What follows belongs to an exercise in optimizing a design on an open flow for small area, a short achievable clock period and few clock cycles; a production flow would make more cautious choices.
The RTL was checked by simulation tests, not by an equivalence proof against the original design.
Power figures rest on the tool's default switching activity, not on a simulated workload.

File: flow/config.mk
export PLATFORM = sky130hd
export DESIGN_NAME = cvu_core
export DESIGN_NICKNAME = cvu_core
export VERILOG_FILES = /design/flow/design.v
export SDC_FILE = /design/flow/constraint.sdc
export NUM_CORES = 4
export LEC_CHECK = 0
export CAP_MARGIN = 20
export CORE_MARGIN = 2
export CORE_UTILIZATION = 55
export CTS_CLUSTER_DIAMETER = 60
export CTS_CLUSTER_SIZE = 20
export PLACE_DENSITY = 0.7
export SLEW_MARGIN = 20
export SYNTH_HIERARCHICAL = 1
File: flow/constraint.sdc
create_clock -name core_clock -period 11.0 [get_ports {clk}]
set_input_delay 2.2000 -clock core_clock [delete_from_list [all_inputs] [get_ports {clk}]]
set_output_delay 2.2000 -clock core_clock [all_outputs]
set_load 0.01 [all_outputs]
File: flow/design.v
module cvu_core (
    input  wire         clk,
    input  wire         rst,
    input  wire         go,
    input  wire [1:0]   go_alg,
    input  wire         go_init,
    input  wire         go_final,
    input  wire [30:0]  go_len,
    input  wire         ctx_we,
    input  wire [3:0]   ctx_sel,
    input  wire [31:0]  ctx_wdata,
    input  wire         done_clr,
    input  wire         in_valid,
    output wire         in_ready,
    input  wire [31:0]  in_data,
    output wire         busy,
    output reg          done,
    output reg          finalised,
    output reg  [3:0]   cfg_err,
    output wire [255:0] state,
    output wire [63:0]  count
);
    localparam ALG_SHA256 = 2'd3;
    reg         busy_r;
    reg         start;       
    reg  [1:0]  alg;
    reg         ini;
    reg         fin;
    reg  [28:0] wrem;        
    reg  [1:0]  tailb;       
    reg         dl;          
    reg         rdy;         
    reg  [31:0] ib;          
    reg  [1:0]  ibnb;        
    reg         ibv;
    reg  [6:0]  c;           
    reg         tailm;       
    reg         zrot;        
    reg         ivs;         
    reg  [1:0]  rk;          
    reg         p80;         
    reg         lenin;       
    reg         ph_need;     
    reg         ph_ins;      
    reg         ph_rnd;      
    reg         ph_upd;      
    reg         ph_sts;      
    reg  [31:0] st0, st1, st2, st3, st4, st5, st6, st7;
    reg  [63:0] cnt;
    reg  [31:0] va, vb, vc, vd, ve, vf, vg, vh;
    reg  [31:0] w0, w1, w2, w3, w4, w5, w6, w7;
    reg  [31:0] w8, w9, w10, w11, w12, w13, w14, w15;
    reg  [31:0] kwh;         
    reg  [31:0] kr;          
    assign busy     = busy_r;
    assign in_ready = rdy;
    assign state    = {st7, st6, st5, st4, st3, st2, st1, st0};
    assign count    = cnt;
    wire is_sha   = (alg == ALG_SHA256);
    wire sha_busy = busy_r & is_sha;
    wire crc_busy = busy_r & ~is_sha;
    wire len_z = (go_len == 31'd0);
    wire err2 = (go_len[30] & (|go_len[29:0])) | (len_z & ~go_final);
    wire err3 = (go_alg == ALG_SHA256) & ~go_final &
                ((|go_len[5:0]) | (~go_init & (|cnt[5:0])));
    wire err4 = ~go_init & finalised;
    wire [3:0] go_err = err2 ? 4'd2 : err3 ? 4'd3 : err4 ? 4'd4 : 4'd0;
    wire go_idle = go & ~busy_r;
    wire go_ok   = go_idle & ~err2 & ~err3 & ~err4;
    wire go_sha  = (go_alg == ALG_SHA256);
    wire ctx_wr  = ctx_we & ~busy_r & ~go & (ctx_sel <= 4'd9);
    wire wrem_nz = |wrem;
    wire take    = in_valid & rdy;
    wire [1:0] tnb = wrem_nz ? 2'd0 : tailb;     
    wire lastw   = ~wrem_nz | ((wrem == 29'd1) & (tailb == 2'd0));
    reg [31:0] fmt;
    always @(*) begin
        fmt = {in_data[7:0], in_data[15:8], in_data[23:16], in_data[31:24]};
        case (tnb)
            2'd1: fmt = {fmt[31:24], 24'h800000};
            2'd2: fmt = {fmt[31:16], 16'h8000};
            2'd3: fmt = {fmt[31:8], 8'h80};
            default: ;
        endcase
    end
    wire [2:0] ibn = {ibnb == 2'd0, ibnb};
    wire [3:0]  cnt_lo = {1'b0, cnt[2:0]} + {1'b0, ibn};
    wire [60:0] cnt_hi;
    cvu_inc61 u_inc (.a(cnt[63:3]), .ci(cnt_lo[3]), .s(cnt_hi));
    wire adv     = ~ph_need | ibv | ~dl;          
    wire ins     = ph_ins & adv;                  
    wire rnd     = ph_rnd & adv;
    wire upd     = ph_upd & adv;
    wire sha_cons = ph_need & ibv;                
    wire c_wrap  = (c == 7'd67);
    wire more    = fin ? ~lenin : (dl | ibv);     
    wire sts     = ph_sts & adv;
    wire sha_end = ph_sts & tailm & (c == 7'd2);  
    wire [6:0] c_nx   = c_wrap ? 7'd0 : c + 7'd1;
    wire       tailm_nx = c_wrap ? ~more : tailm;
    wire [63:0] bitlen = {cnt[60:0], 3'b000};
    reg  [31:0] padw;
    always @(*) begin
        if (!p80)
            padw = 32'h8000_0000;
        else if (c[3:0] == 4'd14)
            padw = bitlen[63:32];
        else if (c[3:0] == 4'd15 && lenin)
            padw = bitlen[31:0];
        else
            padw = 32'd0;
    end
    wire [31:0] ss0 = {w1[6:0], w1[31:7]} ^ {w1[17:0], w1[31:18]} ^ {3'd0, w1[31:3]};
    wire [31:0] ss1 = {w14[16:0], w14[31:17]} ^ {w14[18:0], w14[31:19]} ^ {10'd0, w14[31:10]};
    wire [31:0] sp  = w0 ^ w9;
    wire [31:0] sq  = ss0 ^ ss1;
    wire [31:0] sr  = sp ^ sq;
    wire [31:0] st_ = (sp & ss0) | (~sp & w0);                   
    wire [31:0] sti = {st_[30:0], 1'b0};
    wire [31:0] sc2s = sr ^ sti;
    wire [31:0] sc2c = ((sr & sti) | (~sr & ss1)) << 1;
    wire [31:0] wsch;
    cvu_add32 u_add_w (.a(sc2s), .b(sc2c), .s(wsch));
    wire [31:0] wnew = ~ph_need ? wsch : (ibv ? ib : padw);
    reg [31:0] kc;
    always @(*) begin
        case (c[5:0])
            6'd0:  kc = 32'h428a2f98; 6'd1:   kc = 32'h71374491;
            6'd2:  kc = 32'hb5c0fbcf; 6'd3:   kc = 32'he9b5dba5;
            6'd4:  kc = 32'h3956c25b; 6'd5:   kc = 32'h59f111f1;
            6'd6:  kc = 32'h923f82a4; 6'd7:   kc = 32'hab1c5ed5;
            6'd8:  kc = 32'hd807aa98; 6'd9:   kc = 32'h12835b01;
            6'd10: kc = 32'h243185be; 6'd11:  kc = 32'h550c7dc3;
            6'd12: kc = 32'h72be5d74; 6'd13:  kc = 32'h80deb1fe;
            6'd14: kc = 32'h9bdc06a7; 6'd15:  kc = 32'hc19bf174;
            6'd16: kc = 32'he49b69c1; 6'd17:  kc = 32'hefbe4786;
            6'd18: kc = 32'h0fc19dc6; 6'd19:  kc = 32'h240ca1cc;
            6'd20: kc = 32'h2de92c6f; 6'd21:  kc = 32'h4a7484aa;
            6'd22: kc = 32'h5cb0a9dc; 6'd23:  kc = 32'h76f988da;
            6'd24: kc = 32'h983e5152; 6'd25:  kc = 32'ha831c66d;
            6'd26: kc = 32'hb00327c8; 6'd27:  kc = 32'hbf597fc7;
            6'd28: kc = 32'hc6e00bf3; 6'd29:  kc = 32'hd5a79147;
            6'd30: kc = 32'h06ca6351; 6'd31:  kc = 32'h14292967;
            6'd32: kc = 32'h27b70a85; 6'd33:  kc = 32'h2e1b2138;
            6'd34: kc = 32'h4d2c6dfc; 6'd35:  kc = 32'h53380d13;
            6'd36: kc = 32'h650a7354; 6'd37:  kc = 32'h766a0abb;
            6'd38: kc = 32'h81c2c92e; 6'd39:  kc = 32'h92722c85;
            6'd40: kc = 32'ha2bfe8a1; 6'd41:  kc = 32'ha81a664b;
            6'd42: kc = 32'hc24b8b70; 6'd43:  kc = 32'hc76c51a3;
            6'd44: kc = 32'hd192e819; 6'd45:  kc = 32'hd6990624;
            6'd46: kc = 32'hf40e3585; 6'd47:  kc = 32'h106aa070;
            6'd48: kc = 32'h19a4c116; 6'd49:  kc = 32'h1e376c08;
            6'd50: kc = 32'h2748774c; 6'd51:  kc = 32'h34b0bcb5;
            6'd52: kc = 32'h391c0cb3; 6'd53:  kc = 32'h4ed8aa4a;
            6'd54: kc = 32'h5b9cca4f; 6'd55:  kc = 32'h682e6ff3;
            6'd56: kc = 32'h748f82ee; 6'd57:  kc = 32'h78a5636f;
            6'd58: kc = 32'h84c87814; 6'd59:  kc = 32'h8cc70208;
            6'd60: kc = 32'h90befffa; 6'd61:  kc = 32'ha4506ceb;
            6'd62: kc = 32'hbef9a3f7; default: kc = 32'hc67178f2;
        endcase
    end
    wire [31:0] k1s = kr ^ w15 ^ vg;
    wire [31:0] k1c = ((kr & w15) | (kr & vg) | (w15 & vg)) << 1;
    wire [31:0] kwh_nx;
    cvu_add32 u_add_k (.a(k1s), .b(k1c), .s(kwh_nx));
    wire [31:0] bs0 = {va[1:0], va[31:2]} ^ {va[12:0], va[31:13]} ^ {va[21:0], va[31:22]};
    wire [31:0] bs1 = {ve[5:0], ve[31:6]} ^ {ve[10:0], ve[31:11]} ^ {ve[24:0], ve[31:25]};
    wire [31:0] ch  = (ve & vf) | (~ve & vg);
    wire [31:0] mj  = (va & vb) | (va & vc) | (vb & vc);
    wire [31:0] x1s = kwh ^ ch ^ mj;
    wire [31:0] x1c = ((kwh & ch) | (kwh & mj) | (ch & mj)) << 1;
    wire [31:0] xp  = x1s ^ x1c;
    wire [31:0] xq  = bs1 ^ bs0;
    wire [31:0] xr  = xp ^ xq;
    wire [31:0] xt  = (xp & bs1) | (~xp & x1s);                  
    wire [31:0] xti = {xt[30:0], 1'b0};
    wire [31:0] x3s = xr ^ xti;
    wire [31:0] x3c = ((xr & xti) | (~xr & bs0)) << 1;
    wire [31:0] yp  = kwh ^ vd;
    wire [31:0] yq  = ch ^ bs1;
    wire [31:0] yr  = yp ^ yq;
    wire [31:0] yt  = (yp & ch) | (~yp & kwh);                   
    wire [31:0] yti = {yt[30:0], 1'b0};
    wire [31:0] y2s = yr ^ yti;
    wire [31:0] y2c = ((yr & yti) | (~yr & bs1)) << 1;
    reg [31:0] iva, ive;
    always @(*) begin
        case (rk)
            2'd2:    begin iva = 32'ha54ff53a; ive = 32'h5be0cd19; end
            2'd3:    begin iva = 32'h3c6ef372; ive = 32'h1f83d9ab; end
            2'd0:    begin iva = 32'hbb67ae85; ive = 32'h9b05688c; end
            default: begin iva = 32'h6a09e667; ive = 32'h510e527f; end
        endcase
    end
    wire [31:0] hua = ivs ? iva : st3;
    wire [31:0] hue = ivs ? ive : st7;
    wire [31:0] hva = zrot ? 32'd0 : vd;
    wire [31:0] hve = zrot ? 32'd0 : vh;
    wire [31:0] sum_a, sum_e;
    cvu_add32 u_add_a (.a(ph_rnd ? x3s : hua), .b(ph_rnd ? x3c : hva), .s(sum_a));
    cvu_add32 u_add_e (.a(ph_rnd ? y2s : hue), .b(ph_rnd ? y2c : hve), .s(sum_e));
    wire [1:0]  csh = 2'd0 - ibnb;                
    wire [31:0] yc = (alg == 2'd2) ? {st0[15:0], 16'd0}
                                   : {st0[7:0], st0[15:8], st0[23:16], st0[31:24]};
    wire [31:0] xc = yc ^ ib;
    reg  [31:0] zc, rs;
    always @(*) begin
        case (csh)
            2'd0:    begin zc = xc;                rs = 32'd0;               end
            2'd1:    begin zc = {8'd0, xc[31:8]};  rs = {24'd0, st0[31:24]}; end
            2'd2:    begin zc = {16'd0, xc[31:16]}; rs = {16'd0, st0[31:16]}; end
            default: begin zc = {24'd0, xc[31:24]}; rs = {8'd0, st0[31:8]};   end
        endcase
    end
    wire [31:0] g32c, g32;
    wire [15:0] m16;
    wire [175:0] t_z;
    assign t_z[31:0] = zc;
    assign t_z[32] = t_z[15] ^ t_z[30];
    assign t_z[33] = t_z[26] ^ t_z[31];
    assign t_z[34] = t_z[24] ^ t_z[28];
    assign t_z[35] = t_z[23] ^ t_z[29];
    assign t_z[36] = t_z[13] ^ t_z[27];
    assign t_z[37] = t_z[14] ^ t_z[25];
    assign t_z[38] = t_z[2] ^ t_z[18];
    assign t_z[39] = t_z[4] ^ t_z[8];
    assign t_z[40] = t_z[1] ^ t_z[5];
    assign t_z[41] = t_z[6] ^ t_z[10];
    assign t_z[42] = t_z[3] ^ t_z[19];
    assign t_z[43] = t_z[9] ^ t_z[16];
    assign t_z[44] = t_z[7] ^ t_z[11];
    assign t_z[45] = t_z[12] ^ t_z[20];
    assign t_z[46] = t_z[17] ^ t_z[22];
    assign t_z[47] = t_z[21] ^ t_z[34];
    assign t_z[48] = t_z[0] ^ t_z[33];
    assign t_z[49] = t_z[32] ^ t_z[37];
    assign t_z[50] = t_z[21] ^ t_z[36];
    assign t_z[51] = t_z[32] ^ t_z[39];
    assign t_z[52] = t_z[26] ^ t_z[45];
    assign t_z[53] = t_z[0] ^ t_z[22];
    assign t_z[54] = t_z[12] ^ t_z[46];
    assign t_z[55] = t_z[3] ^ t_z[38];
    assign t_z[56] = t_z[40] ^ t_z[43];
    assign t_z[57] = t_z[6] ^ t_z[42];
    assign t_z[58] = t_z[30] ^ t_z[35];
    assign t_z[59] = t_z[36] ^ t_z[48];
    assign t_z[60] = t_z[2] ^ t_z[41];
    assign t_z[61] = t_z[33] ^ t_z[44];
    assign t_z[62] = t_z[17] ^ t_z[23];
    assign t_z[63] = t_z[7] ^ t_z[20];
    assign t_z[64] = t_z[14] ^ t_z[47];
    assign t_z[65] = t_z[25] ^ t_z[28];
    assign t_z[66] = t_z[4] ^ t_z[44];
    assign t_z[67] = t_z[15] ^ t_z[29];
    assign t_z[68] = t_z[40] ^ t_z[41];
    assign t_z[69] = t_z[24] ^ t_z[37];
    assign t_z[70] = t_z[18] ^ t_z[27];
    assign t_z[71] = t_z[1] ^ t_z[35];
    assign t_z[72] = t_z[17] ^ t_z[30];
    assign t_z[73] = t_z[27] ^ t_z[31];
    assign t_z[74] = t_z[5] ^ t_z[31];
    assign t_z[75] = t_z[15] ^ t_z[16];
    assign t_z[76] = t_z[11] ^ t_z[39];
    assign t_z[77] = t_z[9] ^ t_z[35];
    assign t_z[78] = t_z[22] ^ t_z[44];
    assign t_z[79] = t_z[21] ^ t_z[42];
    assign t_z[80] = t_z[7] ^ t_z[10];
    assign t_z[81] = t_z[9] ^ t_z[25];
    assign t_z[82] = t_z[5] ^ t_z[19];
    assign t_z[83] = t_z[16] ^ t_z[49];
    assign t_z[84] = t_z[4] ^ t_z[14];
    assign t_z[85] = t_z[13] ^ t_z[64];
    assign t_z[86] = t_z[38] ^ t_z[41];
    assign t_z[87] = t_z[43] ^ t_z[47];
    assign t_z[88] = t_z[10] ^ t_z[29];
    assign t_z[89] = t_z[19] ^ t_z[28];
    assign t_z[90] = t_z[2] ^ t_z[71];
    assign t_z[91] = t_z[48] ^ t_z[65];
    assign t_z[92] = t_z[20] ^ t_z[55];
    assign t_z[93] = t_z[39] ^ t_z[56];
    assign t_z[94] = t_z[14] ^ t_z[73];
    assign t_z[95] = t_z[34] ^ t_z[43];
    assign t_z[96] = t_z[46] ^ t_z[67];
    assign t_z[97] = t_z[11] ^ t_z[32];
    assign t_z[98] = t_z[24] ^ t_z[29];
    assign t_z[99] = t_z[30] ^ t_z[50];
    assign t_z[100] = t_z[0] ^ t_z[62];
    assign t_z[101] = t_z[8] ^ t_z[32];
    assign t_z[102] = t_z[17] ^ t_z[52];
    assign t_z[103] = t_z[18] ^ t_z[23];
    assign t_z[104] = t_z[0] ^ t_z[15];
    assign t_z[105] = t_z[1] ^ t_z[63];
    assign t_z[106] = t_z[13] ^ t_z[26];
    assign t_z[107] = t_z[49] ^ t_z[106];
    assign t_z[108] = t_z[38] ^ t_z[40];
    assign t_z[109] = t_z[12] ^ t_z[33];
    assign t_z[110] = t_z[28] ^ t_z[45];
    assign t_z[111] = t_z[25] ^ t_z[61];
    assign t_z[112] = t_z[42] ^ t_z[51];
    assign t_z[113] = t_z[54] ^ t_z[90];
    assign t_z[114] = t_z[28] ^ t_z[79];
    assign t_z[115] = t_z[60] ^ t_z[72];
    assign t_z[116] = t_z[92] ^ t_z[96];
    assign t_z[117] = t_z[8] ^ t_z[22];
    assign t_z[118] = t_z[38] ^ t_z[75];
    assign t_z[119] = t_z[47] ^ t_z[68];
    assign t_z[120] = t_z[1] ^ t_z[61];
    assign t_z[121] = t_z[6] ^ t_z[51];
    assign t_z[122] = t_z[22] ^ t_z[27];
    assign t_z[123] = t_z[42] ^ t_z[52];
    assign t_z[124] = t_z[60] ^ t_z[99];
    assign t_z[125] = t_z[2] ^ t_z[24];
    assign t_z[126] = t_z[50] ^ t_z[82];
    assign t_z[127] = t_z[6] ^ t_z[58];
    assign t_z[128] = t_z[21] ^ t_z[24];
    assign t_z[129] = t_z[57] ^ t_z[101];
    assign t_z[130] = t_z[7] ^ t_z[21];
    assign t_z[131] = t_z[1] ^ t_z[19];
    assign t_z[132] = t_z[15] ^ t_z[52];
    assign t_z[133] = t_z[1] ^ t_z[84];
    assign t_z[134] = t_z[3] ^ t_z[31];
    assign t_z[135] = t_z[10] ^ t_z[62];
    assign t_z[136] = t_z[12] ^ t_z[53];
    assign t_z[137] = t_z[13] ^ t_z[35];
    assign t_z[138] = t_z[54] ^ t_z[57];
    assign t_z[139] = t_z[104] ^ t_z[138];
    assign t_z[140] = t_z[86] ^ t_z[105];
    assign t_z[141] = t_z[5] ^ t_z[9];
    assign t_z[142] = t_z[54] ^ t_z[66];
    assign t_z[143] = t_z[0] ^ t_z[17];
    assign t_z[144] = t_z[13] ^ t_z[55];
    assign t_z[145] = t_z[57] ^ t_z[108];
    assign t_z[146] = t_z[11] ^ t_z[107];
    assign t_z[147] = t_z[8] ^ t_z[55];
    assign t_z[148] = t_z[36] ^ t_z[69];
    assign t_z[149] = t_z[43] ^ t_z[88];
    assign t_z[150] = t_z[18] ^ t_z[34];
    assign t_z[151] = t_z[18] ^ t_z[69];
    assign t_z[152] = t_z[45] ^ t_z[76];
    assign t_z[153] = t_z[59] ^ t_z[67];
    assign t_z[154] = t_z[0] ^ t_z[56];
    assign t_z[155] = t_z[49] ^ t_z[89];
    assign t_z[156] = t_z[27] ^ t_z[53];
    assign t_z[157] = t_z[17] ^ t_z[65];
    assign t_z[158] = t_z[16] ^ t_z[72];
    assign t_z[159] = t_z[26] ^ t_z[34];
    assign t_z[160] = t_z[16] ^ t_z[38];
    assign t_z[161] = t_z[29] ^ t_z[30];
    assign t_z[162] = t_z[4] ^ t_z[42];
    assign t_z[163] = t_z[31] ^ t_z[98];
    assign t_z[164] = t_z[33] ^ t_z[46];
    assign t_z[165] = t_z[3] ^ t_z[11];
    assign t_z[166] = t_z[51] ^ t_z[62];
    assign t_z[167] = t_z[10] ^ t_z[111];
    assign t_z[168] = t_z[31] ^ t_z[37];
    assign t_z[169] = t_z[20] ^ t_z[24];
    assign t_z[170] = t_z[16] ^ t_z[109];
    assign t_z[171] = t_z[26] ^ t_z[32];
    assign t_z[172] = t_z[24] ^ t_z[51];
    assign t_z[173] = t_z[31] ^ t_z[53];
    assign t_z[174] = t_z[68] ^ t_z[77];
    assign t_z[175] = t_z[35] ^ t_z[78];
    assign g32c[0] = t_z[91] ^ t_z[112] ^ t_z[113];
    assign g32c[1] = t_z[58] ^ t_z[59] ^ t_z[92] ^ t_z[93];
    assign g32c[2] = t_z[93] ^ t_z[94] ^ t_z[114] ^ t_z[115];
    assign g32c[3] = t_z[41] ^ t_z[66] ^ t_z[74] ^ t_z[95] ^ t_z[116];
    assign g32c[4] = t_z[61] ^ t_z[117] ^ t_z[118] ^ t_z[119];
    assign g32c[5] = t_z[27] ^ t_z[95] ^ t_z[120] ^ t_z[121];
    assign g32c[6] = t_z[23] ^ t_z[26] ^ t_z[56] ^ t_z[80] ^ t_z[112] ^ t_z[122];
    assign g32c[7] = t_z[68] ^ t_z[81] ^ t_z[97] ^ t_z[98] ^ t_z[122] ^ t_z[123];
    assign g32c[8] = t_z[23] ^ t_z[45] ^ t_z[66] ^ t_z[91] ^ t_z[124];
    assign g32c[9] = t_z[66] ^ t_z[83] ^ t_z[100] ^ t_z[125] ^ t_z[126];
    assign g32c[10] = t_z[20] ^ t_z[38] ^ t_z[82] ^ t_z[84] ^ t_z[127];
    assign g32c[11] = t_z[63] ^ t_z[74] ^ t_z[128] ^ t_z[129];
    assign g32c[12] = t_z[28] ^ t_z[43] ^ t_z[90] ^ t_z[102] ^ t_z[129] ^ t_z[130];
    assign g32c[13] = t_z[36] ^ t_z[47] ^ t_z[80] ^ t_z[81] ^ t_z[103] ^ t_z[131] ^ t_z[132];
    assign g32c[14] = t_z[45] ^ t_z[50] ^ t_z[97] ^ t_z[133] ^ t_z[134] ^ t_z[135];
    assign g32c[15] = t_z[74] ^ t_z[76] ^ t_z[85] ^ t_z[118] ^ t_z[136];
    assign g32c[16] = t_z[56] ^ t_z[69] ^ t_z[137] ^ t_z[139];
    assign g32c[17] = t_z[39] ^ t_z[100] ^ t_z[107] ^ t_z[140];
    assign g32c[18] = t_z[37] ^ t_z[47] ^ t_z[58] ^ t_z[70] ^ t_z[141] ^ t_z[142];
    assign g32c[19] = t_z[4] ^ t_z[68] ^ t_z[143] ^ t_z[144];
    assign g32c[20] = t_z[14] ^ t_z[66] ^ t_z[145];
    assign g32c[21] = t_z[8] ^ t_z[40] ^ t_z[46] ^ t_z[63] ^ t_z[91] ^ t_z[127];
    assign g32c[22] = t_z[4] ^ t_z[7] ^ t_z[25] ^ t_z[70] ^ t_z[87] ^ t_z[139];
    assign g32c[23] = t_z[45] ^ t_z[74] ^ t_z[80] ^ t_z[101] ^ t_z[144];
    assign g32c[24] = t_z[6] ^ t_z[8] ^ t_z[87] ^ t_z[113] ^ t_z[146];
    assign g32c[25] = t_z[49] ^ t_z[54] ^ t_z[59] ^ t_z[77] ^ t_z[80] ^ t_z[147];
    assign g32c[26] = t_z[11] ^ t_z[38] ^ t_z[54] ^ t_z[148] ^ t_z[149];
    assign g32c[27] = t_z[12] ^ t_z[42] ^ t_z[135] ^ t_z[146] ^ t_z[150];
    assign g32c[28] = t_z[19] ^ t_z[151] ^ t_z[152] ^ t_z[153];
    assign g32c[29] = t_z[50] ^ t_z[52] ^ t_z[154] ^ t_z[155];
    assign g32c[30] = t_z[1] ^ t_z[20] ^ t_z[59] ^ t_z[60] ^ t_z[64] ^ t_z[96];
    assign g32c[31] = t_z[44] ^ t_z[47] ^ t_z[55] ^ t_z[71] ^ t_z[83] ^ t_z[156];
    assign g32[0] = t_z[2] ^ t_z[8] ^ t_z[27] ^ t_z[34] ^ t_z[83] ^ t_z[109];
    assign g32[1] = t_z[3] ^ t_z[43] ^ t_z[153] ^ t_z[157];
    assign g32[2] = t_z[0] ^ t_z[70] ^ t_z[88] ^ t_z[133] ^ t_z[158] ^ t_z[159];
    assign g32[3] = t_z[19] ^ t_z[29] ^ t_z[73] ^ t_z[97] ^ t_z[108] ^ t_z[157];
    assign g32[4] = t_z[48] ^ t_z[57] ^ t_z[110] ^ t_z[160] ^ t_z[161];
    assign g32[5] = t_z[50] ^ t_z[105] ^ t_z[158] ^ t_z[162] ^ t_z[163];
    assign g32[6] = t_z[5] ^ t_z[39] ^ t_z[46] ^ t_z[70] ^ t_z[128] ^ t_z[132];
    assign g32[7] = t_z[6] ^ t_z[9] ^ t_z[53] ^ t_z[65] ^ t_z[103] ^ t_z[126];
    assign g32[8] = t_z[14] ^ t_z[19] ^ t_z[41] ^ t_z[63] ^ t_z[71] ^ t_z[117] ^ t_z[159];
    assign g32[9] = t_z[35] ^ t_z[43] ^ t_z[45] ^ t_z[61] ^ t_z[64];
    assign g32[10] = t_z[2] ^ t_z[85] ^ t_z[88] ^ t_z[164];
    assign g32[11] = t_z[22] ^ t_z[35] ^ t_z[70] ^ t_z[83] ^ t_z[165];
    assign g32[12] = t_z[12] ^ t_z[48] ^ t_z[89] ^ t_z[166];
    assign g32[13] = t_z[8] ^ t_z[18] ^ t_z[20] ^ t_z[36] ^ t_z[154] ^ t_z[163];
    assign g32[14] = t_z[37] ^ t_z[87] ^ t_z[115] ^ t_z[131];
    assign g32[15] = t_z[116] ^ t_z[167];
    assign g32[16] = t_z[23] ^ t_z[38] ^ t_z[76] ^ t_z[104] ^ t_z[114] ^ t_z[168];
    assign g32[17] = t_z[53] ^ t_z[67] ^ t_z[93] ^ t_z[123];
    assign g32[18] = t_z[4] ^ t_z[9] ^ t_z[40] ^ t_z[100] ^ t_z[124] ^ t_z[169];
    assign g32[19] = t_z[78] ^ t_z[119] ^ t_z[147] ^ t_z[168];
    assign g32[20] = t_z[9] ^ t_z[34] ^ t_z[39] ^ t_z[57] ^ t_z[58] ^ t_z[78] ^ t_z[94];
    assign g32[21] = t_z[5] ^ t_z[10] ^ t_z[26] ^ t_z[27] ^ t_z[63] ^ t_z[77] ^ t_z[84] ^ t_z[125];
    assign g32[22] = t_z[5] ^ t_z[14] ^ t_z[21] ^ t_z[60] ^ t_z[165] ^ t_z[170];
    assign g32[23] = t_z[3] ^ t_z[6] ^ t_z[24] ^ t_z[36] ^ t_z[75] ^ t_z[142];
    assign g32[24] = t_z[5] ^ t_z[7] ^ t_z[59] ^ t_z[160] ^ t_z[166];
    assign g32[25] = t_z[12] ^ t_z[81] ^ t_z[143] ^ t_z[145] ^ t_z[171];
    assign g32[26] = t_z[59] ^ t_z[140] ^ t_z[162];
    assign g32[27] = t_z[40] ^ t_z[45] ^ t_z[79] ^ t_z[111] ^ t_z[172];
    assign g32[28] = t_z[20] ^ t_z[53] ^ t_z[85] ^ t_z[121] ^ t_z[141];
    assign g32[29] = t_z[15] ^ t_z[69] ^ t_z[130] ^ t_z[173] ^ t_z[174];
    assign g32[30] = t_z[1] ^ t_z[23] ^ t_z[28] ^ t_z[41] ^ t_z[44] ^ t_z[94] ^ t_z[136];
    assign g32[31] = t_z[58] ^ t_z[120] ^ t_z[148];
    assign m16[0] = t_z[52] ^ t_z[76] ^ t_z[89] ^ t_z[156];
    assign m16[1] = t_z[40] ^ t_z[50] ^ t_z[77] ^ t_z[110];
    assign m16[2] = t_z[22] ^ t_z[60] ^ t_z[85] ^ t_z[161];
    assign m16[3] = t_z[49] ^ t_z[134] ^ t_z[175];
    assign m16[4] = t_z[23] ^ t_z[170] ^ t_z[172];
    assign m16[5] = t_z[13] ^ t_z[25] ^ t_z[46] ^ t_z[48] ^ t_z[82] ^ t_z[95] ^ t_z[152];
    assign m16[6] = t_z[18] ^ t_z[37] ^ t_z[50] ^ t_z[102] ^ t_z[174];
    assign m16[7] = t_z[19] ^ t_z[36] ^ t_z[64] ^ t_z[78] ^ t_z[86] ^ t_z[171];
    assign m16[8] = t_z[8] ^ t_z[37] ^ t_z[42] ^ t_z[73] ^ t_z[75] ^ t_z[110] ^ t_z[175];
    assign m16[9] = t_z[51] ^ t_z[87] ^ t_z[102] ^ t_z[137];
    assign m16[10] = t_z[46] ^ t_z[74] ^ t_z[99] ^ t_z[149] ^ t_z[151];
    assign m16[11] = t_z[11] ^ t_z[41] ^ t_z[103] ^ t_z[155] ^ t_z[164];
    assign m16[12] = t_z[7] ^ t_z[35] ^ t_z[39] ^ t_z[75] ^ t_z[150] ^ t_z[173];
    assign m16[13] = t_z[8] ^ t_z[17] ^ t_z[19] ^ t_z[24] ^ t_z[25] ^ t_z[56] ^ t_z[58];
    assign m16[14] = t_z[33] ^ t_z[72] ^ t_z[81] ^ t_z[86] ^ t_z[169];
    assign m16[15] = t_z[70] ^ t_z[79] ^ t_z[167];
    wire [15:0] q16 = m16 ^ ((csh == 2'd3) ? {st0[7:0], 8'd0} : 16'd0);
    wire [31:0] crc_nx = (alg == 2'd0) ? (g32c ^ rs) :
                         (alg == 2'd1) ? (g32 ^ rs) : {16'd0, q16};
    wire crc_end = crc_busy & ~dl;
    wire crc_ini = crc_busy & start & ini;
    wire job_end = sha_end | crc_end;
    wire dl_nx    = dl & ~(take & lastw);
    wire ibv_nx   = take | (ibv & ~crc_busy & ~ph_need);
    wire need_nx  = adv ? (~tailm_nx & ((c_nx < 7'd16))) : ph_need;
    wire rdy_nx   = ~job_end & dl_nx & (~is_sha | ~ibv_nx | need_nx);
    always @(posedge clk) begin
        if (rst) begin
            busy_r    <= 1'b0;
            start     <= 1'b0;
            rdy       <= 1'b0;
            ibv       <= 1'b0;
            ph_need   <= 1'b0;
            ph_ins    <= 1'b0;
            ph_rnd    <= 1'b0;
            ph_upd    <= 1'b0;
            ph_sts    <= 1'b0;
            done      <= 1'b0;
            finalised <= 1'b0;
            cfg_err   <= 4'd0;
        end else begin
            if (done_clr)
                done <= 1'b0;
            start <= 1'b0;
            if (go_idle) begin
                cfg_err <= go_err;
                busy_r  <= go_ok;
                start   <= go_ok;
                rdy     <= go_ok & ~len_z;
                ibv     <= 1'b0;
                ph_need <= 1'b0;
                ph_ins  <= 1'b0;
                ph_rnd  <= 1'b0;
                ph_upd  <= go_ok & go_sha;
                ph_sts  <= go_ok & go_sha;
            end else if (busy_r) begin
                rdy <= rdy_nx;
                ibv <= ibv_nx;
                if (sha_busy && adv) begin
                    ph_need <= ~tailm_nx & (c_nx < 7'd16);
                    ph_ins  <= ~tailm_nx & (c_nx < 7'd64);
                    ph_rnd  <= (c_nx >= 7'd2) & (c_nx <= 7'd65);
                    ph_upd  <= (c_nx >= 7'd66) | (c_nx <= 7'd1);
                    ph_sts  <= (c_nx >= 7'd66) | (c_nx <= 7'd2);
                end
                if (job_end) begin
                    busy_r    <= 1'b0;
                    done      <= 1'b1;
                    finalised <= fin;
                    ph_need   <= 1'b0;
                    ph_ins    <= 1'b0;
                    ph_rnd    <= 1'b0;
                    ph_upd    <= 1'b0;
                    ph_sts    <= 1'b0;
                end
            end
            if (ctx_wr)
                finalised <= 1'b0;
        end
    end
    always @(posedge clk) begin
        if (go_idle) begin
            alg   <= go_alg;
            ini   <= go_init;
            fin   <= go_final;
            wrem  <= go_len[30:2];
            tailb <= go_len[1:0];
            dl    <= ~len_z;
            c     <= 7'd66;
            tailm <= 1'b0;
            zrot  <= 1'b1;
            ivs   <= go_init;
            rk    <= 2'd2;
            p80   <= 1'b0;
            lenin <= 1'b0;
        end else begin
            if (take) begin
                ib   <= fmt;
                ibnb <= tnb;
                dl   <= ~lastw;
                if (wrem_nz) wrem  <= wrem - 29'd1;
                else         tailb <= 2'd0;
            end
            if (sha_busy && adv) begin
                c     <= c_nx;
                rk    <= c_nx[1:0];
                tailm <= tailm_nx;
                if (c == 7'd1) begin
                    zrot <= 1'b0;
                    ivs  <= 1'b0;
                end
                if (ph_need) begin
                    if (ibv) begin
                        if (ibnb != 2'd0) p80 <= 1'b1;
                    end else if (!p80) begin
                        p80 <= 1'b1;
                    end else if (c[3:0] == 4'd14) begin
                        lenin <= 1'b1;
                    end
                end
            end
        end
    end
    always @(posedge clk) begin
        if (ins) begin
            w0 <= w1;   w1 <= w2;   w2 <= w3;   w3 <= w4;
            w4 <= w5;   w5 <= w6;   w6 <= w7;   w7 <= w8;
            w8 <= w9;   w9 <= w10;  w10 <= w11; w11 <= w12;
            w12 <= w13; w13 <= w14; w14 <= w15; w15 <= wnew;
        end
        if (sha_busy && adv) begin
            kwh <= kwh_nx;
            kr  <= kc;
        end
    end
    always @(posedge clk) begin
        if (rnd | upd) begin
            va <= sum_a; vb <= va; vc <= vb; vd <= vc;
            ve <= sum_e; vf <= ve; vg <= vf; vh <= vg;
        end
    end
    always @(posedge clk) begin
        if (rst) begin
            st0 <= 32'd0; st1 <= 32'd0; st2 <= 32'd0; st3 <= 32'd0;
            st4 <= 32'd0; st5 <= 32'd0; st6 <= 32'd0; st7 <= 32'd0;
            cnt <= 64'd0;
        end else begin
            if (ctx_wr) begin
                case (ctx_sel)
                    4'd0: st0 <= ctx_wdata;
                    4'd1: st1 <= ctx_wdata;
                    4'd2: st2 <= ctx_wdata;
                    4'd3: st3 <= ctx_wdata;
                    4'd4: st4 <= ctx_wdata;
                    4'd5: st5 <= ctx_wdata;
                    4'd6: st6 <= ctx_wdata;
                    4'd7: st7 <= ctx_wdata;
                    4'd8: cnt[31:0]  <= ctx_wdata;
                    default: cnt[63:32] <= ctx_wdata;
                endcase
            end
            if (start && ini)
                cnt <= 64'd0;
            if ((crc_busy && ibv) || sha_cons)
                cnt <= {cnt_hi, cnt_lo[2:0]};
            if (sts) begin
                st0 <= va; st1 <= st0; st2 <= st1; st3 <= st2;
                st4 <= ve; st5 <= st4; st6 <= st5; st7 <= st6;
            end
            if (crc_ini) begin
                st0 <= (alg == 2'd2) ? 32'h0000_FFFF : 32'hFFFF_FFFF;
                st1 <= 32'd0; st2 <= 32'd0; st3 <= 32'd0;
                st4 <= 32'd0; st5 <= 32'd0; st6 <= 32'd0; st7 <= 32'd0;
            end
            if (crc_busy && ibv)
                st0 <= crc_nx;
        end
    end
endmodule
module cvu_add32 (
    input  wire [31:0] a,
    input  wire [31:0] b,
    output wire [31:0] s
);
    assign s = a + b;
endmodule
module cvu_inc61 (
    input  wire [60:0] a,
    input  wire        ci,
    output wire [60:0] s
);
    assign s = a + {60'd0, ci};
endmodule
File: flow/flow/run.sh
#!/bin/bash
# The standard layout (standard.sh) with two changes to how it is made:
# ORFS's timing repair aims for 8 ns of setup slack on the design's clock
# (repair_timing -setup_margin 8) and works on the worst 2% of endpoints, and
# the port buffers are buf_2 cells. ORFS writes each step's log under
# orfs/logs; make's own output goes to standard_flow.log.
set -euo pipefail
bash standard.sh SETUP_SLACK_MARGIN=8 TNS_END_PERCENT=2 \
    "BUFFER_PORTS_ARGS=-buffer_cell sky130_fd_sc_hd__buf_2" finish > standard_flow.log 2>&1
File: flow/standard.sh
#!/bin/bash
# synth_recipe.tcl (not shown) runs the flow's synth.tcl, then flattens the netlist and writes it again
# the make line also repeats each setting of config.mk as NAME=value (left out here)
make -C /OpenROAD-flow-scripts/flow DESIGN_CONFIG=/design/flow/config.mk WORK_HOME=/design/flow/orfs CLKGATE_MAP_FILE= SYNTH_SCRIPT=/design/flow/synth_recipe.tcl "${@:-finish}"
==> flow_metrics.py, run 1 <==
metrics = {
    "placed_design": {
        "hpwl_mm": 235,
        "place_congestion": 1.11,
        "numPortBuffers": 435,
    },
    "worst_setup_path": {
        "cpMaxStageDelayCell": "a222oi_1",
        "cp-end-kind": "flip-flop",
        "cpPeakStageDelay_ns": 0.82,
        "cp_cell_sequence": "xor2_2 > xnor2_2 > xnor2_2 > xnor2_1 > xnor2_1 > ha_1 > and3_4 > and2_4 > nand4_1 > a21oi_2 > nand3_2 > a311oi_2 > xor2_1 > a222oi_1 > nand2_1",
        "start_kind": "flip-flop",
        "critPathTopFamily": "compound AO/OA/AOI/OAI gates",
        "worstPathMaxFanout": 5,
        "worstPathRequired_ns": 11.44,
        "critPathKind": "flip-flop to flip-flop",
        "path_buf_inv": 0,
        "arrival_ns": 5.06,
    },
    "min_path": {
        "hold_path_class": "flip-flop to flip-flop",
    },
    "power": {
        "fin_total_pwr_mw": 16.1,
        "max-vdd-ir-drop_uv": 131,
        "p_leak_nw": 34.7,
        "power_density_mw_per_mm2": 176,
    },
    "grt": {
        "grt_pass1_wl_mm": 452,
        "grt_max_degree": 199,
        "grt_pass1_vias": 60200,
        "antenna_found_initial": 25,
        "overflow": 0,
        "grt_usage_pct": 46.1,
    },
    "cells_and_area": {
        "nFillCells": 10100,
        "final_net_count": 8298,
        "largest_reg_flops": 64,
        "regMostFlops": "cnt",
        "final_layout_size_suffix_gt1_share_pct": 24.3,
        "syn2layout_area_growth_pct": 22.7,
    },
    "sta": {
        "timing.hold.ws_ns": 0.393,
        "finalMaxSlewViolations": 0,
        "hold_violations": 0,
        "tightest_slew_ns": 1.24,
        "max_freq_ghz": 0.216,
        "finalCriticalPeriod_ns": 4.62,
        "finalCritPeriodShare_pct": 42.0,
        "finalSetupViolCount": 0,
        "rsz0062_at_grt": "yes",
        "slew_headroom_pct": 17.2,
        "fin_setup_tns_ns": 0,
        "skew_ns": 0.0538,
    },
    "clock_tree": {
        "cts_htree_levels": 3,
        "clk_path_buf_depth": 3,
        "clk_pin_slew_worst_paths_ns": 0.08,
        "cts_tree": "done",
        "clockRootBuffer": "clkbuf_16",
        "numCtsBuffers": 110,
        "clock_latency_ns": 0.78,
        "cts_sinks": 1248,
    },
    "flow_run": {
        "drv_cap": 0,
    },
    "routing": {
        "ant_nets": 0,
        "wl_per_cell_um": 33.8,
        "vias_per_cell": 6.80,
        "via_count": 67100,
        "totalWireLength_mm": 334,
        "initialDrtViolationCount": 11600,
        "drc_errors": 0,
        "first_pass_iters": 10,
    },
    "synth": {
        "yosysWarnings": 7,
        "ys_ff_latch": 1248,
        "synth_xor_area_share_pct": 16.1,
        "syn_area_mm2": 0.0747,
        "synth_flop_cell": "edfxtp_1",
        "synth-edff-count": 903,
        "synthSimpleGateAreaFrac_pct": 11.0,
        "synth-async-reset-ratio_pct": 0,
        "postSynthAreaPerCell_um2": 10.3,
        "synth_top_family_by_area": "XOR/XNOR gates",
        "synth_cell_types": 112,
        "syn_inst": 7285,
        "synthMuxAreaShare_pct": 2.43,
        "ys_seq_area_share_pct": 45.5,
        "synthAdderAreaFrac_pct": 5.69,
        "synth_compound_area_share_pct": 16.0,
    },
    "die": {
        "die_x_um": 373,
        "dieArea_mm2": 0.139,
        "die_h_um": 373,
        "initial_utilization_pct": 55.3,
        "std_cell_rows": 135,
        "fp.coreArea_mm2": 0.135,
        "boundaryPins": 437,
    },
    "outcome": {
        "status": "finished clean",
    },
}
==> synthesized netlist by cell type, types with 29 or more instances <==
library cell / instances / share of area, %
edfxtp_1: 903 / 36
xnor2_1: 859 / 10
nand2_1: 791 / 4.0
a21oi_1: 492 / 3.3
nor2_1: 437 / 2.2
o21ai_0: 413 / 2.8
clkbuf_1: 374 / 1.9
xor2_1: 355 / 4.2
dfxtp_1: 345 / 9.2
a22oi_1: 218 / 2.2
nand3_1: 163 / 1.1
ha_1: 148 / 2.5
a21o_1: 141 / 1.4
mux2i_1: 141 / 1.9
inv_1: 138 / 0.69
maj3_1: 106 / 1.4
nor3_1: 105 / 0.70
a211oi_1: 80 / 0.80
nand4_1: 72 / 0.60
buf_1: 67 / 0.34
fa_1: 67 / 1.8
nand2b_1: 67 / 0.56
a22o_1: 58 / 0.68
a31oi_1: 57 / 0.48
nor2b_1: 49 / 0.41
xnor3_1: 44 / 1.3
a222oi_1: 30 / 0.40
o211ai_1: 29 / 0.29
==> per-module statistics from Yosys (local to each module, per instance) <==
| module | times used | flip-flops and latches |
|---|---|---|
| cvu_add32 | 4 | 0 |
| cvu_inc61 | 1 | 0 |
| cvu_core | 1 | 1248 |
==> through the flow <==
stage,setup WS (ns),std cells,area (µm²),utilization [%]
floorplan,6.40,7287,74800,-
CTS,6.59,9705,88700,65.6
detailed placement,5.42,9149,78400,58.0
finish,6.38,9866,91600,67.8
global route,6.34,9845,91600,67.8
global placement,4.53,9148,78400,58.0
==> what timing repair did <==
item	CTS	global route
endpoints found under the setup margin	1620	1679
hold buffers	0	0
buffers inserted	338	137
cloned	17	1
pin swaps	175	165
resized for setup	562	356
==> final cells by class <==
type	count	area [µm²]	area share, %
Clock buffer	133	2900	3.17
Antenna cell	22	55.1	0.0601
Sequential cell	1248	34000	37.2
Timing Repair inverter	1	7.51	0.00819
Tap cell	1781	2230	2.43
Inverter	142	566	0.617
Clock inverter	68	958	1.05
Timing Repair Buffer	1046	7900	8.62
Multi-Input combinational cell	5425	43000	46.9
==> worst paths after layout <==
check / startpoint / endpoint / slack, ns / cells past startpoint
setup / recovery: w1[17] / w15[18] / 6.38 / 15
hold / removal: w7[31] / w6[31] / 0.39 / 0
setup reg to reg: w1[17] / w15[18] / 6.38 / 15
hold reg to reg: w7[31] / w6[31] / 0.39 / 0
==> cells by family (layout without fill, tap and decap cells) <==
group,after synthesis,in the layout
adder cells (fa/ha/maj),321,321
buffers and inverters,622,1390
flip-flops,1248,1248
AO/OA/AOI/OAI,1815,1815
other,1,25
multiplexers,165,166
AND/OR/NAND/NOR,1833,1840
XOR/XNOR,1280,1280
==> report_power, final <==
group / internal (mW) / total [mW] / leakage (nW) / switching, mW
Combinational: 2.74 / 6.23 / 21.8 / 3.49
Sequential: 5.31 / 5.70 / 11.1 / 0.390
Clock: 2.17 / 4.21 / 1.85 / 2.04
Total: 10.2 / 16.1 / 34.7 / 5.93
==> cells in the final DEF, fill, tap and decap left out, drive strengths merged, types with 171 or more instances in the layout <==
cell type / netlist / final
a21oi: 493 / 493
a22oi: 224 / 224
buf: 105 / 1038
dfxtp: 345 / 345
edfxtp: 903 / 903
inv: 140 / 171
nand2: 792 / 793
nor2: 437 / 437
o21ai: 435 / 435
xnor2: 866 / 866
xor2: 365 / 365
==> layer usage <==
layer  wire length, µm  GRT usage, %  vias to the layer above  share of wire (%)
li1                  -             -                    27600                  -
met1            120000          60.0                    32500                 36
met2            135000          64.3                     5593                 41
met3             48400          15.5                     1423                 15
met4             30000          32.8                       20                9.0
met5               265         0.105                        -              0.079
Testbench counts, summed over its fixed seeds: cycles 37,894.
==> run 2, diff against run 1 <==
==> flow/flow/run.sh (replaced) <==
#!/bin/bash
# The standard layout (standard.sh) with two changes to how it is made:
# ORFS's timing repair aims for 8 ns of setup slack on the design's clock
# (repair_timing -setup_margin 8) and works on the worst 1% of endpoints, and
# the port buffers are buf_2 cells. ORFS writes each step's log under
# orfs/logs; make's own output goes to standard_flow.log.
set -euo pipefail
bash standard.sh SETUP_SLACK_MARGIN=8 TNS_END_PERCENT=1 \
    "BUFFER_PORTS_ARGS=-buffer_cell sky130_fd_sc_hd__buf_2" finish > standard_flow.log 2>&1
==> flow_metrics.py, run 2 <==
metrics = {
    "outcome": {
        "status": "finished clean",
    },
    "sta": {
        "finalCriticalPeriod_ns": 4.63,
        "setup_slack_ns": 6.37,
        "hold_violations": 0,
        "skew_ns": 0.0580,
        "finalSetupViolCount": 0,
        "rsz0062_at_grt": "yes",
        "finalCritPeriodShare_pct": 42.1,
        "max_freq_ghz": 0.216,
        "fin_setup_tns_ns": 0,
        "tightest_slew_ns": 1.29,
        "slew_headroom_pct": 14.0,
        "finalMaxSlewViolations": 0,
    },
    "worst_setup_path": {
        "start_kind": "flip-flop",
        "path_buf_inv": 0,
        "cpPeakStageDelay_ns": 0.87,
        "startpoint": "w14[28]",
        "worstPathMaxFanout": 5,
        "cp-end-kind": "flip-flop",
        "cpMaxStageDelayCell": "a222oi_1",
        "worstPathRequired_ns": 11.45,
        "critPathTopFamily": "compound AO/OA/AOI/OAI gates",
        "cp_cell_sequence": "xor2_1 > xnor2_2 > xnor2_1 > xnor2_1 > ha_1 > nand2_1 > o32ai_2 > a21oi_2 > a21oi_2 > nand3_2 > a311oi_2 > xor2_1 > a222oi_1 > nand2_1",
        "reg2reg_from": "w14[28]",
        "arrival_ns": 5.07,
        "critPathKind": "flip-flop to flip-flop",
        "r2r_slack_ns": 6.37,
    },
    "synth": {
        "ys_ff_latch": 1248,
        "synth_top_cells_by_count": "903 x edfxtp_1, 859 x xnor2_1, 791 x nand2_1",
        "postSynthAreaPerCell_um2": 10.3,
        "ys_seq_area_share_pct": 45.5,
        "synth_area_leaders": "edfxtp_1 36%, xnor2_1 10%, dfxtp_1 9.2%, xor2_1 4.2%, nand2_1 4.0%",
        "synth.most_common_cell": "edfxtp_1",
        "yosys.area.top_type": "edfxtp_1",
        "synth_cell_types": 112,
        "syn_inst": 7285,
        "synth_flop_cell": "edfxtp_1",
        "synth-edff-count": 903,
        "yosysWarnings": 7,
        "synth-async-reset-ratio_pct": 0,
        "syn_area_mm2": 0.0747,
        "synth_top_area_share_pct": 36.3,
    },
    "clock_tree": {
        "cts_tree": "done",
        "clockRootBuffer": "clkbuf_16",
        "numCtsBuffers": 110,
        "clk_path_buf_depth": 3,
        "clock_latency_ns": 0.79,
        "clk_pin_slew_worst_paths_ns": 0.08,
        "cts_sinks": 1248,
        "cts_htree_levels": 3,
    },
    "die": {
        "std_cell_rows": 135,
        "boundaryPins": 437,
        "die_x_um": 373,
        "initial_utilization_pct": 55.3,
        "die_h_um": 373,
        "dieArea_mm2": 0.139,
        "fp.coreArea_mm2": 0.135,
    },
    "cells_and_area": {
        "syn2layout_area_growth_pct": 19.6,
        "final_layout_size_suffix_gt1_share_pct": 21.5,
        "mostFrequentLayoutCells": "903 x edfxtp_1, 773 x nand2_1, 744 x xnor2_1, 450 x a21oi_1, 436 x buf_2",
        "largest_reg_flops": 64,
        "seqCellArea_mm2": 0.0340,
        "regMostFlops": "cnt",
        "final_common_cell": "edfxtp_1",
        "final_net_count": 8195,
        "multiInputGateArea_mm2": 0.0418,
        "nFillCells": 10500,
    },
    "power": {
        "p_int_mw": 10.0,
        "power_density_mw_per_mm2": 177,
        "p_sw_mw": 5.80,
        "clock_power_share_pct": 26.7,
        "seq_power_share_pct": 36.0,
        "p_leak_nw": 33.7,
        "combPwrFrac_pct": 37.3,
        "swShare_pct": 36.7,
        "max-vdd-ir-drop_uv": 133,
    },
    "routing": {
        "vias_per_cell": 6.75,
        "drc_errors": 0,
        "totalWireLength_mm": 330,
        "wl_per_cell_um": 33.9,
        "via_count": 65900,
        "ant_nets": 0,
        "first_pass_iters": 10,
        "initialDrtViolationCount": 11200,
    },
    "min_path": {
        "hold_path_class": "flip-flop to flip-flop",
        "hold_start": "w7[4]",
    },
    "grt": {
        "grt_pass1_wl_mm": 448,
        "grt_pass1_vias": 59600,
        "antenna_found_initial": 26,
        "overflow": 0,
        "grt_usage_pct": 45.8,
        "grt_max_degree": 199,
    },
    "placed_design": {
        "numPortBuffers": 435,
        "pre_cts_ws_ns": 5.42,
        "place_congestion": 1.11,
        "hpwl_mm": 235,
    },
    "flow_run": {
        "drv_cap": 0,
    },
}
==> run 2: cell counts after synthesis <==
No cell type changed its count.
==> run 2: modules after synthesis, one instance, submodules excluded <==
module	cells inside	flops+latches
cvu_add32	241	0
cvu_core	6134	1248
cvu_inc61	187	0
==> run 2: worst reg2reg max path: cells and delay by family (launching register included) <==
kind,cells,cell delay (ns)
AO/OA/AOI/OAI,5,1.73
XOR/XNOR,5,1.22
adder cells (fa/ha/maj),1,0.31
flip-flops,1,0.55
AND/OR/NAND/NOR,3,0.50
==> run 2: cell families (layout without fill, tap and decap cells) <==
family	count (synthesis)	in the layout	synth area share, %
compound gates	1815	1815	16.0
xor+xnor	1280	1280	16.1
fa+ha+maj	321	321	5.69
buf+inv	622	1287	3.27
flops	1248	1248	45.5
mux	165	166	2.43
other cells	1	16	0.00502
simple gates	1833	1840	11.0
==> run 2: per-layer routing <==
layer / track usage [%] / up-vias / routed length [µm]
met5: 0.455 / - / 221
met4: 32.6 / 32 / 29100
met3: 15.3 / 1264 / 48000
met2: 63.8 / 5285 / 134000
met1: 59.6 / 31900 / 119000
li1: - / 27400 / -
==> run 2: stage by stage <==
stage / util, % / instances / power, mW / hold WS [ns] / area [µm²]
after global placement: 58.0 / 9148 / 10.7 / 0.400 / 78400
after CTS: 64.5 / 9626 / 15.4 / 0.395 / 87100
after detailed placement: 58.0 / 9149 / 10.7 / 0.405 / 78400
final: 66.1 / 9754 / 15.8 / 0.389 / 89300
after global routing: 66.1 / 9745 / 16.2 / 0.405 / 89300
after floorplan: - / 7287 / 9.07 / 0.400 / 74800
==> run 2: layout make-up <==
cell class / instances / area share (%)
Timing Repair Buffer: 943 / 7.65
Tap cell: 1781 / 2.49
Clock inverter: 68 / 1.07
Clock buffer: 133 / 3.25
Sequential cell: 1248 / 38.1
Inverter: 142 / 0.633
Timing Repair inverter: 1 / 0.00560
Antenna cell: 13 / 0.0364
Multi-Input combinational cell: 5425 / 46.7
==> run 2: power groups by stage <==
stage                     Combinational, mW  Clock, mW  Sequential (mW)
after floorplan                        3.46          0             5.61
after global routing                   6.08       4.39             5.69
after global placement                 4.89          0             5.81
after CTS                              5.50       4.23             5.66
after detailed placement               4.89          0             5.81
final                                  5.89       4.21             5.69
==> run 2: path summary, 6_finish.rpt <==
path	endpoint	cells after the start
worst min-delay path	w6[4]	0
worst max register to register	w15[18]	14
worst min register to register	w6[4]	0
worst max-delay path	w15[18]	14
==> run 2: repair_timing <==
action	4_1_cts	5_1_grt
resized for setup	428	251
buffers inserted	260	113
cloned	16	1
pin swaps	111	113
endpoints found under the setup margin	1620	1679
hold buffers	0	0
==> run 3, diff against run 2 <==
==> flow/flow/run.sh (replaced) <==
#!/bin/bash
# The standard layout (standard.sh) with two changes to how it is made:
# ORFS's timing repair aims for 8 ns of setup slack on the design's clock
# (repair_timing -setup_margin 8) and works on the worst endpoint at a time, and
# the port buffers are buf_2 cells. ORFS writes each step's log under
# orfs/logs; make's own output goes to standard_flow.log.
set -euo pipefail
bash standard.sh SETUP_SLACK_MARGIN=8 TNS_END_PERCENT=0 \
    "BUFFER_PORTS_ARGS=-buffer_cell sky130_fd_sc_hd__buf_2" finish > standard_flow.log 2>&1
==> flow_metrics.py, run 3 <==
metrics = {
    "worst_setup_path": {
        "cp-end-kind": "flip-flop",
        "cp.depth": 14,
        "cpPeakStageDelay_ns": 0.84,
        "critPathKind": "flip-flop to flip-flop",
        "reg2reg_depth": 14,
        "arrival_ns": 5.05,
        "cp_cell_sequence": "xor2_1 > xnor2_2 > xnor2_1 > xnor2_1 > ha_1 > and3_4 > and2_1 > nand4_1 > a21oi_2 > nand3_2 > a311oi_2 > xor2_1 > a222oi_1 > nand2_1",
        "worstPathMaxFanout": 5,
        "worstPathRequired_ns": 11.45,
        "start_kind": "flip-flop",
        "critPathTopFamily": "compound AO/OA/AOI/OAI gates",
        "cpMaxStageDelayCell": "a222oi_1",
        "path_buf_inv": 0,
    },
    "sta": {
        "tightest_slew_ns": 1.18,
        "rsz0062_at_grt": "yes",
        "finalCritPeriodShare_pct": 41.9,
        "fin_setup_tns_ns": 0,
        "slew_headroom_pct": 21.1,
        "skew_ns": 0.0584,
        "finalMaxSlewViolations": 0,
        "finalSetupViolCount": 0,
        "finalCriticalPeriod_ns": 4.60,
        "max_freq_ghz": 0.217,
        "hold_violations": 0,
    },
    "routing": {
        "ant_nets": 0,
        "wl_per_cell_um": 33.6,
        "drc_errors": 0,
        "first_pass_iters": 12,
        "via_count": 64000,
        "totalWireLength_mm": 319,
        "initialDrtViolationCount": 11000,
        "vias_per_cell": 6.73,
    },
    "clock_tree": {
        "clockRootBuffer": "clkbuf_16",
        "cts_sinks": 1248,
        "cts_tree": "done",
        "clk_path_buf_depth": 3,
        "clk_pin_slew_worst_paths_ns": 0.08,
        "hold_buffers": 0,
        "clock_latency_ns": 0.78,
        "numCtsBuffers": 110,
        "cts_htree_levels": 3,
    },
    "synth": {
        "synth-async-reset-ratio_pct": 0,
        "synth-edff-count": 903,
        "postSynthAreaPerCell_um2": 10.3,
        "synth_cell_types": 112,
        "synth_top_cells_by_count": "903 x edfxtp_1, 859 x xnor2_1, 791 x nand2_1",
        "yosysWarnings": 7,
        "ys_ff_latch": 1248,
        "synth_area_leaders": "edfxtp_1 36%, xnor2_1 10%, dfxtp_1 9.2%, xor2_1 4.2%, nand2_1 4.0%",
        "ys_seq_area_share_pct": 45.5,
        "synth_top_area_share_pct": 36.3,
        "syn_area_mm2": 0.0747,
        "synth.most_common_cell": "edfxtp_1",
        "synth_flop_cell": "edfxtp_1",
        "yosys.area.top_type": "edfxtp_1",
        "syn_inst": 7285,
    },
    "grt": {
        "grt_usage_pct": 44.7,
        "antenna_found_initial": 24,
        "grt_pass1_vias": 58300,
        "grt_max_degree": 199,
        "overflow": 0,
        "grt_pass1_wl_mm": 438,
    },
    "die": {
        "die_h_um": 373,
        "dieArea_mm2": 0.139,
        "initial_utilization_pct": 55.3,
        "fp.coreArea_mm2": 0.135,
        "die_x_um": 373,
        "boundaryPins": 437,
        "std_cell_rows": 135,
    },
    "placed_design": {
        "place_congestion": 1.11,
        "numPortBuffers": 435,
        "hpwl_mm": 235,
    },
    "cells_and_area": {
        "final_net_count": 7961,
        "regMostFlops": "cnt",
        "final_common_cell": "edfxtp_1",
        "largest_reg_flops": 64,
        "final_layout_size_suffix_gt1_share_pct": 16.1,
        "mostFrequentLayoutCells": "903 x edfxtp_1, 797 x xnor2_1, 781 x nand2_1, 476 x a21oi_1, 435 x buf_2",
        "nFillCells": 10900,
        "syn2layout_area_growth_pct": 13.7,
    },
    "min_path": {
        "hold_path_class": "flip-flop to flip-flop",
        "min_path_cells": 0,
    },
    "power": {
        "fin_total_pwr_mw": 15.3,
        "max-vdd-ir-drop_uv": 132,
        "p_leak_nw": 31.8,
        "power_density_mw_per_mm2": 180,
    },
    "flow_run": {
        "drv_cap": 0,
    },
    "outcome": {
        "status": "finished clean",
    },
}
run 3: cell counts after synthesis:
Identical to the previous run, type by type.
run 3: kinds of logic (layout without fill, tap and decap cells):
family	after synthesis	count (layout)	share of synthesized area, %
AO/OA/AOI/OAI	1815	1815	16.0
XOR/XNOR	1280	1280	16.1
adder cells (fa/ha/maj)	321	321	5.69
buffers and inverters	622	1060	3.27
flip-flops	1248	1248	45.5
multiplexers	165	165	2.43
other	1	10	0.00502
AND/OR/NAND/NOR	1833	1834	11.0
run 3: per-stage QoR:
stage          instance area, µm²  worst slack, ns  hold slack [ns]  instances  util [%]
2_1_floorplan               74800             6.40            0.400       7287         -
3_3_place_gp                78400             4.53            0.400       9148      58.0
3_5_place_dp                78400             5.42            0.405       9149      58.0
4_1_cts                     84700             6.59            0.395       9495      62.7
5_1_grt                     84900             6.33            0.405       9507      62.9
6_report                    85000             6.40            0.390       9514      62.9
run 3: area by class of cell:
type | instances | area, µm² | area share, %
timing repair buffer | 716 | 4490 | 5.28
tap | 1781 | 2230 | 2.62
multi-input combinational | 5418 | 39800 | 46.8
clock inverter | 68 | 958 | 1.13
antenna | 7 | 17.5 | 0.0206
sequential | 1248 | 34000 | 40.1
clock buffer | 133 | 2900 | 3.42
timing repair inverter | 1 | 5.00 | 0.00589
inverter | 142 | 548 | 0.645
run 3: worst paths after layout:
kind,slack (ns),startpoint,to
setup / recovery,6.40,w14[28],w15[18]
hold / removal,0.39,w7[31],w6[31]
setup reg to reg,6.40,w14[28],w15[18]
hold reg to reg,0.39,w7[31],w6[31]
run 3: worst reg2reg max path, delay by kind of cell, from the launching register on:
family	cells	cell delay, ns
AOI/OAI and AO/OA	3	1.32
xor gates and xnor gates	5	1.24
and+or+nand+nor	5	0.86
DFF	1	0.55
adders and majority gates	1	0.30
run 3: report_power, final:
group / internal (mW) / leakage [nW] / switching, mW
clock network: 2.17 / 1.85 / 2.04
logic: 2.21 / 18.9 / 3.15
registers: 5.31 / 11.1 / 0.385
total: 9.69 / 31.8 / 5.57
run 3: modules after synthesis, one instance, submodules excluded:
module	cell area, µm²	flops+latches	times used	cells
cvu_add32	1740	0	4	241
cvu_core	66500	1248	1	6134
cvu_inc61	1280	0	1	187
run 3: repair_timing:
action	in CTS	in global routing
setup buffers	143	11
cloned	2	0
pin swaps	44	19
setup endpoints to repair	1620	1679
gates resized for setup	215	27
run 3: layer usage:
| layer | vias to the layer above | track usage, % | wire (µm) |
|---|---|---|---|
| met4 | 30 | 30.0 | 26600 |
| met5 | - | 0 | 249 |
| met1 | 31100 | 59.1 | 118000 |
| met3 | 1125 | 13.4 | 44000 |
| met2 | 4884 | 63.3 | 130000 |
| li1 | 26900 | - | - |
==> run 4, diff against run 3 <==
--- a/flow/config.mk
+++ b/flow/config.mk
@@ -7,9 +7,9 @@
 export LEC_CHECK = 0
 export CAP_MARGIN = 20
 export CORE_MARGIN = 2
-export CORE_UTILIZATION = 55
+export CORE_UTILIZATION = 50
 export CTS_CLUSTER_DIAMETER = 60
 export CTS_CLUSTER_SIZE = 20
-export PLACE_DENSITY = 0.7
+export PLACE_DENSITY = 0.65
 export SLEW_MARGIN = 20
 export SYNTH_HIERARCHICAL = 1
==> flow_metrics.py, run 4 <==
metrics = {
    "outcome": {
        "status": "finished clean",
    },
    "clock_tree": {
        "clockRootBuffer": "clkbuf_16",
        "clk_path_buf_depth": 3,
        "cts_tree": "done",
        "numCtsBuffers": 107,
        "cts_sinks": 1248,
        "clk_pin_slew_worst_paths_ns": 0.08,
        "cts_htree_levels": 3,
        "clock_latency_ns": 0.78,
    },
    "sta": {
        "hold_violations": 0,
        "finalCritPeriodShare_pct": 42.7,
        "max_freq_ghz": 0.213,
        "skew_ns": 0.0511,
        "tightest_slew_ns": 1.30,
        "rsz0062_at_grt": "yes",
        "fin_setup_tns_ns": 0,
        "finalSetupViolCount": 0,
        "slew_headroom_pct": 13.4,
        "finalMaxSlewViolations": 0,
        "finalCriticalPeriod_ns": 4.69,
    },
    "routing": {
        "first_pass_iters": 13,
        "wl_per_cell_um": 32.8,
        "initialDrtViolationCount": 9797,
        "drc_errors": 0,
        "vias_per_cell": 6.54,
        "ant_nets": 0,
        "totalWireLength_mm": 317,
        "via_count": 63100,
    },
    "die": {
        "dieArea_mm2": 0.153,
        "boundaryPins": 437,
        "fp.coreArea_mm2": 0.148,
        "die_x_um": 391,
        "die_h_um": 391,
        "initial_utilization_pct": 50.5,
        "std_cell_rows": 141,
    },
    "worst_setup_path": {
        "critPathKind": "flip-flop to flip-flop",
        "arrival_ns": 5.10,
        "reg2reg_depth": 15,
        "worstPathRequired_ns": 11.41,
        "cp-end-kind": "flip-flop",
        "worstPathMaxFanout": 4,
        "start_kind": "flip-flop",
    },
    "synth": {
        "synthMuxAreaShare_pct": 2.43,
        "synth_compound_area_share_pct": 16.0,
        "synth.most_common_cell": "edfxtp_1",
        "synth_area_leaders": "edfxtp_1 36%, xnor2_1 10%, dfxtp_1 9.2%, xor2_1 4.2%, nand2_1 4.0%",
        "synthSimpleGateAreaFrac_pct": 11.0,
        "syn_inst": 7285,
        "synth-async-reset-ratio_pct": 0,
        "synth_cell_types": 112,
        "syn_area_mm2": 0.0747,
        "synth_xor_area_share_pct": 16.1,
        "yosys.area.top_type": "edfxtp_1",
        "synthAdderAreaFrac_pct": 5.69,
        "synth-edff-count": 903,
        "synth_top_cells_by_count": "903 x edfxtp_1, 859 x xnor2_1, 791 x nand2_1",
        "postSynthAreaPerCell_um2": 10.3,
        "yosysWarnings": 7,
        "ys_seq_area_share_pct": 45.5,
        "synth_flop_cell": "edfxtp_1",
        "ys_ff_latch": 1248,
        "synth_top_area_share_pct": 36.3,
        "synth_top_family_by_area": "XOR/XNOR gates",
    },
    "grt": {
        "grt_pass1_wl_mm": 437,
        "grt_usage_pct": 40.3,
        "grt_max_degree": 187,
        "antenna_found_initial": 28,
        "overflow": 0,
        "grt_pass1_vias": 57700,
    },
    "cells_and_area": {
        "final_layout_size_suffix_gt1_share_pct": 15.8,
        "fin_util_pct": 57.3,
        "regMostFlops": "cnt",
        "seqCellArea_mm2": 0.0340,
        "largest_reg_flops": 64,
        "syn2layout_area_growth_pct": 13.5,
        "nFillCells": 12700,
        "final_common_cell": "edfxtp_1",
        "mostFrequentLayoutCells": "903 x edfxtp_1, 798 x xnor2_1, 783 x nand2_1, 469 x a21oi_1, 434 x buf_2",
        "final_net_count": 7935,
        "multiInputGateArea_mm2": 0.0398,
    },
    "min_path": {
        "hold_path_class": "flip-flop to flip-flop",
        "min_path_cells": 0,
    },
    "placed_design": {
        "numPortBuffers": 435,
        "place_congestion": 1.04,
        "hpwl_mm": 235,
    },
    "flow_run": {
        "drv_cap": 0,
    },
    "power": {
        "power_density_mw_per_mm2": 179,
        "p_leak_nw": 31.7,
        "max-vdd-ir-drop_uv": 128,
    },
}
-- run 4: cell counts after synthesis --
Identical to the previous run, type by type.
-- run 4: path summary, 6_finish.rpt --
path          start      end  slack (ns)
max           w1[8]  w15[28]        6.31
min          w8[12]   w7[12]        0.41
max reg2reg   w1[8]  w15[28]        6.31
min reg2reg  w8[12]   w7[12]        0.41
-- run 4: layout make-up --
class	count	area share, %
inverter	142	0.639
clock buffer	124	3.30
clock inverter	74	1.09
timing repair buffer	694	5.03
tap	1930	2.85
antenna	17	0.0502
sequential	1248	40.1
multi-input combinational	5418	46.9
-- run 4: what timing repair did --
action / in CTS / in global routing
pin swaps: 55 / 38
gates resized for setup: 181 / 63
setup buffers: 133 / 11
endpoints found under the setup margin: 1436 / 1572
gates cloned: 1 / 0
hold buffers: 0 / 0
-- run 4: Yosys stat by module (local to each module, per instance) --
module | area [µm²] | flip-flops and latches
cvu_add32 | 1740 | 0
cvu_core | 66500 | 1248
cvu_inc61 | 1280 | 0
-- run 4: logic make-up after synthesis --
kind of cell | count (synthesis)
multiplexers | 165
adder cells (fa/ha/maj) | 321
flip-flops | 1248
XOR/XNOR | 1280
buffers and inverters | 622
other | 1
AO/OA/AOI/OAI | 1815
AND/OR/NAND/NOR | 1833
-- run 4: critical path, cell delays in order, from the launching register on --
cell,delay [ns]
edfxtp_1,0.54
xor2_2,0.37
xnor2_2,0.15
xnor2_2,0.31
xnor2_2,0.13
xnor2_2,0.17
fa_2,0.41
a21o_1,0.23
a31o_2,0.30
nand4_1,0.19
a21oi_4,0.11
a21oi_2,0.17
o21ai_0,0.11
xor2_1,0.19
a222oi_1,0.63
nand2_1,0.35
-- run 4: routing by layer --
metal  up-vias  GRT usage (%)  wire length (µm)
li1      26900              -                 -
met1     31000           54.4            123000
met2      4288           57.8            131000
met3       922           11.5             40000
met4        22           23.2             22300
met5         -          0.159               149
-- run 4: where the power goes --
part | internal, mW | total (mW) | switching [mW]
Combinational | 2.19 | 5.46 | 3.27
Sequential | 5.31 | 5.69 | 0.387
Clock | 2.04 | 4.06 | 2.03
Total | 9.53 | 15.2 | 5.68
-- run 4: metrics by stage --
step	total power, mW	hold slack, ns	instances	setup slack [ns]	cell area (µm²)
floorplan	9.07	0.400	7287	6.40	74800
CTS	15.0	0.407	9618	6.54	84300
finish	15.2	0.414	9647	6.31	84800
global route	15.6	0.409	9634	6.32	84800
global placement	10.8	0.400	9286	5.28	78500
detailed placement	10.8	0.405	9286	5.22	78500

separate check: timing with driven ports:
In the flow no input, the clock included, has a driving cell. The finished layouts below were timed again as built, in two steps.
Step 1: set_driving_cell puts a clkbuf_16 on clk and a buf_2 on each other input, an assumption about the parent block.
Step 2 adds t to the input delays and takes it off the output delays; t is the mean of the earliest and latest rising clock arrival at the registers after step 1. Input paths then give back, and output paths get back, about the clock's delay inside the block.
Slacks: ideal ports / drivers / drivers and shift; pairs: ideal ports / drivers.
run | t (ns) | setup WS [ns] | worst setup path at the end
run 1 | 0.845 | 6.376 / 6.376 / 5.885 | input to register
run 2 | 0.847 | 6.373 / 6.373 / 5.818 | input to register
run 3 | 0.847 | 6.395 / 6.395 / 5.707 | input to register
run 4 | 0.839 | 6.308 / 6.308 / 5.739 | input to register
After both steps setup and hold are still met in every run listed. The setup slack of run 3, which loses most, moves by 0.000 ns with the drivers and by -0.688 ns with both steps.
